This design comes from an exercise in tuning for small area, a short achievable clock period and few clock cycles per item on the open sky130 flow, not from production work.
RTL that was checked went through simulation tests only; none was proved equivalent to the original.

## aes_enc_core
module aes_enc_core (
    input  wire         clk,
    input  wire         rst,         
    input  wire         in_valid,
    output wire         in_ready,
    input  wire         key_256,     
    input  wire [255:0] key,
    input  wire [127:0] block_in,
    output reg          out_valid,
    output wire [127:0] block_out
);
clock: 9.0 ns
lec_check: 0
cap_margin: 20
core_margin: 2
core_utilization: 45
place_density: 0.6
setup_slack_margin: 5
slew_margin: 20
standard.sh (not shown) runs the stock make flow with config.mk's settings and CLKGATE_MAP_FILE= SYNTH_SCRIPT=/design/flow/synth_recipe.tcl, a recipe that flattens the netlist after the stock synthesis.
==> flow/flow/run.sh <==
#!/bin/bash
set -euo pipefail
bash standard.sh SETUP_SLACK_MARGIN=5.7 finish > standard.log 2>&1
The first run finished clean.
Next try:
==> flow/flow/run.sh (replaced) <==
#!/bin/bash
set -euo pipefail
bash standard.sh SETUP_SLACK_MARGIN=5.7 "BUFFER_PORTS_ARGS=-buffer_cell sky130_fd_sc_hd__buf_1" finish > standard.log 2>&1
After rerunning:
- The changed run passed the timing, DRC and antenna checks
- utilization drops by 2.5 points
- first-iteration DRC count grows by 6.7%
- sequential share of layout area rises by 0.88 points
Next try:
==> flow/run.sh (new file) <==
#!/bin/bash
# synth_recipe.tcl (not shown) runs the flow's synth.tcl, then flattens the netlist and writes it again
# the make line also repeats each setting of config.mk as NAME=value (left out here)
make -C /OpenROAD-flow-scripts/flow DESIGN_CONFIG=/design/flow/config.mk WORK_HOME=/design/flow/orfs CLKGATE_MAP_FILE= SYNTH_SCRIPT=/design/flow/synth_recipe.tcl finish
removed: flow/flow/run.sh
removed: flow/standard.sh
Clock-buffer cell count went up by 11.
Worst setup slack got worse by 420 ps.
Cell count goes down by 6.7%.
Synthesized cell count is unchanged.
No functional check of the RTL was part of any run of this note.

---

== v58 ==
aes_enc_core, a different RTL version from the one above (not shown whole).
For scale: ~5800 cells after synthesis, ~1100 flip-flops, about 520 I/O pins.
export LEC_CHECK = 0
export CAP_MARGIN = 20
export CORE_MARGIN = 2
export CORE_UTILIZATION = 60
export PLACE_DENSITY = 0.7
export SETUP_SLACK_MARGIN = 5
export SLEW_MARGIN = 20
create_clock -name core_clock -period 9.0 [get_ports {clk}]
==> flow/flow/run.sh <==
#!/bin/bash
set -euo pipefail
rm -rf scripts
cp -r "$FLOW_HOME/scripts" scripts
cat > scripts/abc_speed.script <<'EOT'
&get -n
&st
&dch
&nf
&put
topo
stime -c
buffer -c
upsize -c
dnsize -c
EOT
bash standard.sh SCRIPTS_DIR="$PWD/scripts" SETUP_SLACK_MARGIN=5.6 \
  "BUFFER_PORTS_ARGS=-buffer_cell sky130_fd_sc_hd__buf_1" \
  "CTS_ARGS=-sink_clustering_enable -repair_clock_nets -dont_use_dummy_load -sink_clustering_size 24 -sink_clustering_max_diameter 120" finish > standard.log 2>&1
Per the final summary, v58 finished and its layout is clean on timing, DRC and antenna.
## Diff of input files: v1 against v58
==> flow/flow/run.sh <==
#!/bin/bash
# The standard layout (settings from config.mk), with the smallest buffer on every port.
set -euo pipefail
bash standard.sh "BUFFER_PORTS_ARGS=-buffer_cell sky130_fd_sc_hd__buf_1" finish > standard.log 2>&1
Results
v1 vs v58: final cell count without fillers up. Average footprint of a synthesized cell of v58 is on par with v1. Reported for v58 and v1, number of failing setup endpoints in the final timing report turned out identical to the last digit. v1 ends up with a number of nets in the layout that is 5.7% higher than in v58. Synthesized area (lower): v58. Cell area reported after detailed placement of v1 exceeds that of v58 by a few percent.
The following lists how v10 was set up differently from v1:
==> flow/flow/run.sh <==
#!/bin/bash
# The standard layout (settings from config.mk), with the smallest buffer on every port.
set -euo pipefail
bash standard.sh SETUP_SLACK_MARGIN=5.45 "BUFFER_PORTS_ARGS=-buffer_cell sky130_fd_sc_hd__buf_1" finish > standard.log 2>&1
Findings:
Compared with v1, v10 shows a higher number of diodes added for antenna fixing. Sort v1 and v10 by final core utilization asc -> top: v1. Highest clock rate: v10 vs v1 up 0.021 GHz. Diff v1 -> v10: post-detailed-route via-to-cell ratio now larger, minimum setup slack among reg-to-reg paths saw an increase.
No run of this note included a check of the RTL's function; only the layout flow was run.

---

Setup of run 1:
Another version of the RTL of aes_enc_core (not shown whole).
Size in the first run: ~6200 cells after synthesis, roughly 520 I/O pins, ~0.057 mm² of cells after synthesis.
Settings: LEC_CHECK=0, CAP_MARGIN=20, CORE_MARGIN=2, CORE_UTILIZATION=60, PLACE_DENSITY=0.7, SETUP_SLACK_MARGIN=5, SLEW_MARGIN=20, TNS_END_PERCENT=20; clock period 9.0 ns.
==> flow/flow/run.sh <==
#!/bin/bash
set -euo pipefail
rm -rf scripts
cp -r "$FLOW_HOME/scripts" scripts
cat > scripts/abc_speed.script <<'EOT'
&get -n
&st
&dch
&nf -R 1000
&put
buffer -c
topo
stime -c
upsize -c
dnsize -c
EOT
bash standard.sh SCRIPTS_DIR="$PWD/scripts" SETUP_SLACK_MARGIN=5.6 \
  "BUFFER_PORTS_ARGS=-buffer_cell sky130_fd_sc_hd__buf_1" \
  "CTS_ARGS=-sink_clustering_enable -repair_clock_nets -dont_use_dummy_load -sink_clustering_size 24 -sink_clustering_max_diameter 120" finish > standard.log 2>&1
In summary, run 1 completed successfully, with a layout that passed the timing, DRC and antenna checks.
Testbench counts of run 1, summed over its fixed seeds: cycles 23,252, items 1,920.
For run 2, these inputs were changed with respect to run 1:
- removing TNS_END_PERCENT (formerly 20)
-- flow/flow/run.sh --
<<< run 1, line 16
EOT
bash standard.sh SCRIPTS_DIR="$PWD/scripts" SETUP_SLACK_MARGIN=5.6 \
  "BUFFER_PORTS_ARGS=-buffer_cell sky130_fd_sc_hd__buf_1" \
>>> run 2, line 16
EOT
bash standard.sh SCRIPTS_DIR="$PWD/scripts" SETUP_SLACK_MARGIN=5.5 \
  "BUFFER_PORTS_ARGS=-buffer_cell sky130_fd_sc_hd__buf_1" \
### Flow results
The design area was comparable across run 1 and run 2. Critical path depth: run 1 and run 2 compared, lower one is run 1. Fraction of met3 tracks used by global routing in run 2 is 0.19 points higher than in run 1. Going from run 1 to run 2, area added between synthesis and finish grows by 0.20 points. Taking run 1 as the reference, in run 2 violation count after the first detailed-route iteration down about 2.2%, pin slew with the least headroom to its limit flat.
What run 3 does differently from run 2 at the input level:
-- flow/flow/run.sh --
<<< run 2, line 16
EOT
bash standard.sh SCRIPTS_DIR="$PWD/scripts" SETUP_SLACK_MARGIN=5.5 \
  "BUFFER_PORTS_ARGS=-buffer_cell sky130_fd_sc_hd__buf_1" \
>>> run 3, line 16
EOT
bash standard.sh SCRIPTS_DIR="$PWD/scripts" SETUP_SLACK_MARGIN=5.7 \
  "BUFFER_PORTS_ARGS=-buffer_cell sky130_fd_sc_hd__buf_1" \
[summary]
Run 3 went all the way through synthesis, placement and routing and the layout is clean on timing, DRC and antenna. Run 3 ends up with a utilization that is 2.4 points higher than in run 2. Run 3: critical path depth in cells is 3 lower than what run 2 reported. Maximum single-stage delay on the critical path delta for run 3 relative to run 2: 440 ps higher. Per the comparison of run 3 with run 2, total setup violations reported at the end of the flow closely matched the old numbers, wire length has increased, worst-path maximum fanout picked up an extra 1.

---

before:
Another version of the RTL of aes_enc_core (not shown whole).
Size: roughly 6200 cells after synthesis, about 520 I/O pins, roughly 0.059 mm² of cells after synthesis.
==> flow/config.mk <==
export PLATFORM = sky130hd
export DESIGN_NAME = aes_enc_core
export DESIGN_NICKNAME = aes_enc_core
export VERILOG_FILES = /design/flow/design.v
export SDC_FILE = /design/flow/constraint.sdc
export NUM_CORES = 8
export LEC_CHECK = 0
export CAP_MARGIN = 20
export CORE_MARGIN = 2
export CORE_UTILIZATION = 60
export PLACE_DENSITY = 0.7
export SETUP_SLACK_MARGIN = 5
export SLEW_MARGIN = 20
==> flow/constraint.sdc <==
create_clock -name core_clock -period 9.0 [get_ports {clk}]
set_input_delay 1.8000 -clock core_clock [delete_from_list [all_inputs] [get_ports {clk}]]
set_output_delay 1.8000 -clock core_clock [all_outputs]
set_load 0.01 [all_outputs]
==> flow/flow/run.sh <==
#!/bin/bash
set -euo pipefail
rm -rf scripts
cp -r "$FLOW_HOME/scripts" scripts
cat > scripts/abc_speed.script <<'EOT'
&get -n
&st
&dch
&nf -R 1000
&put
buffer -c
topo
stime -c
upsize -c
dnsize -c
EOT
bash standard.sh SCRIPTS_DIR="$PWD/scripts" SETUP_SLACK_MARGIN=5.6 \
  "BUFFER_PORTS_ARGS=-buffer_cell sky130_fd_sc_hd__buf_1" \
  "CTS_ARGS=-sink_clustering_enable -repair_clock_nets -dont_use_dummy_load -sink_clustering_size 24 -sink_clustering_max_diameter 120" finish > standard.log 2>&1
Testbench counts of before, summed over its fixed seeds: cycles 23,252, items 1,920.
Setup changes, before to after
diff --git a/flow/flow/run.sh b/flow/flow/run.sh
--- a/flow/flow/run.sh
+++ b/flow/flow/run.sh
@@ -15,5 +15,5 @@
 dnsize -c
 EOT
-bash standard.sh SCRIPTS_DIR="$PWD/scripts" SETUP_SLACK_MARGIN=5.6 \
+bash standard.sh SCRIPTS_DIR="$PWD/scripts" SETUP_SLACK_MARGIN=5.75 \
   "BUFFER_PORTS_ARGS=-buffer_cell sky130_fd_sc_hd__buf_1" \
   "CTS_ARGS=-sink_clustering_enable -repair_clock_nets -dont_use_dummy_load -sink_clustering_size 24 -sink_clustering_max_diameter 120" finish > standard.log 2>&1
Findings:
- Post-detailed-route wirelength per cell was lower in the run labelled before.
- Count of cell instances traversed by the critical path, before and after: higher on after
- When after is set beside before, its worst reg2reg path depth turns out to be 1 larger.
- after against before: amount of wire on met3 after detailed routing increased about 10%, required time of the critical path increased 60 ps, total wire length increased about 1.8%.

## separate check: timing with driven ports
The flow's constraints put no driver on any port. The routed layouts listed below were extracted and timed again, unchanged, in two steps. Step 1 (the two cells are an assumption about what drives the block):
set clk [get_ports {clk}]
set_driving_cell -lib_cell sky130_fd_sc_hd__clkbuf_16 $clk
set_driving_cell -lib_cell sky130_fd_sc_hd__buf_2 [delete_from_list [all_inputs] $clk]
Step 2 adds t to the input delays and takes it off the output delays; t is the mean of the earliest and latest rising clock arrival at the registers after step 1. Input paths then give back, and output paths get back, about the clock's delay inside the block. a / b / c = ideal ports / drivers / drivers and shift; a / b = the first two.
| run | t, ns | slack for setup (ns) | slew at the worst register clock pin (ns) | cell pins on the clock port's net |
|---|---|---|---|---|
| the first run of note 1 | 0.828 | 5.510 / 5.510 / 5.510 | 0.07 / 0.07 | 1 |
| the second run of note 1 | 0.830 | 5.444 / 5.444 / 5.444 | 0.07 / 0.07 | 1 |
| the third run of note 1 | 0.841 | 5.024 / 5.024 / 5.024 | 0.07 / 0.07 | 1 |
| v58 | 0.761 | 5.595 / 5.595 / 5.595 | 0.11 / 0.11 | 1 |
| v1 | 0.784 | 5.040 / 5.040 / 5.040 | 0.07 / 0.07 | 1 |
| v10 | 0.796 | 5.350 / 5.350 / 5.350 | 0.07 / 0.07 | 1 |
| run 1 | 0.739 | 5.336 / 5.336 / 5.336 | 0.11 / 0.11 | 1 |
| run 2 | 0.740 | 5.513 / 5.513 / 5.513 | 0.11 / 0.11 | 1 |
| run 3 | 0.744 | 5.699 / 5.699 / 5.699 | 0.11 / 0.11 | 1 |
| before | 0.773 | 5.636 / 5.571 / 5.636 | 0.11 / 0.11 | 1 |
| after | 0.774 | 5.726 / 5.704 / 5.726 | 0.11 / 0.11 | 1 |
After both steps setup and hold are still met in every run listed.
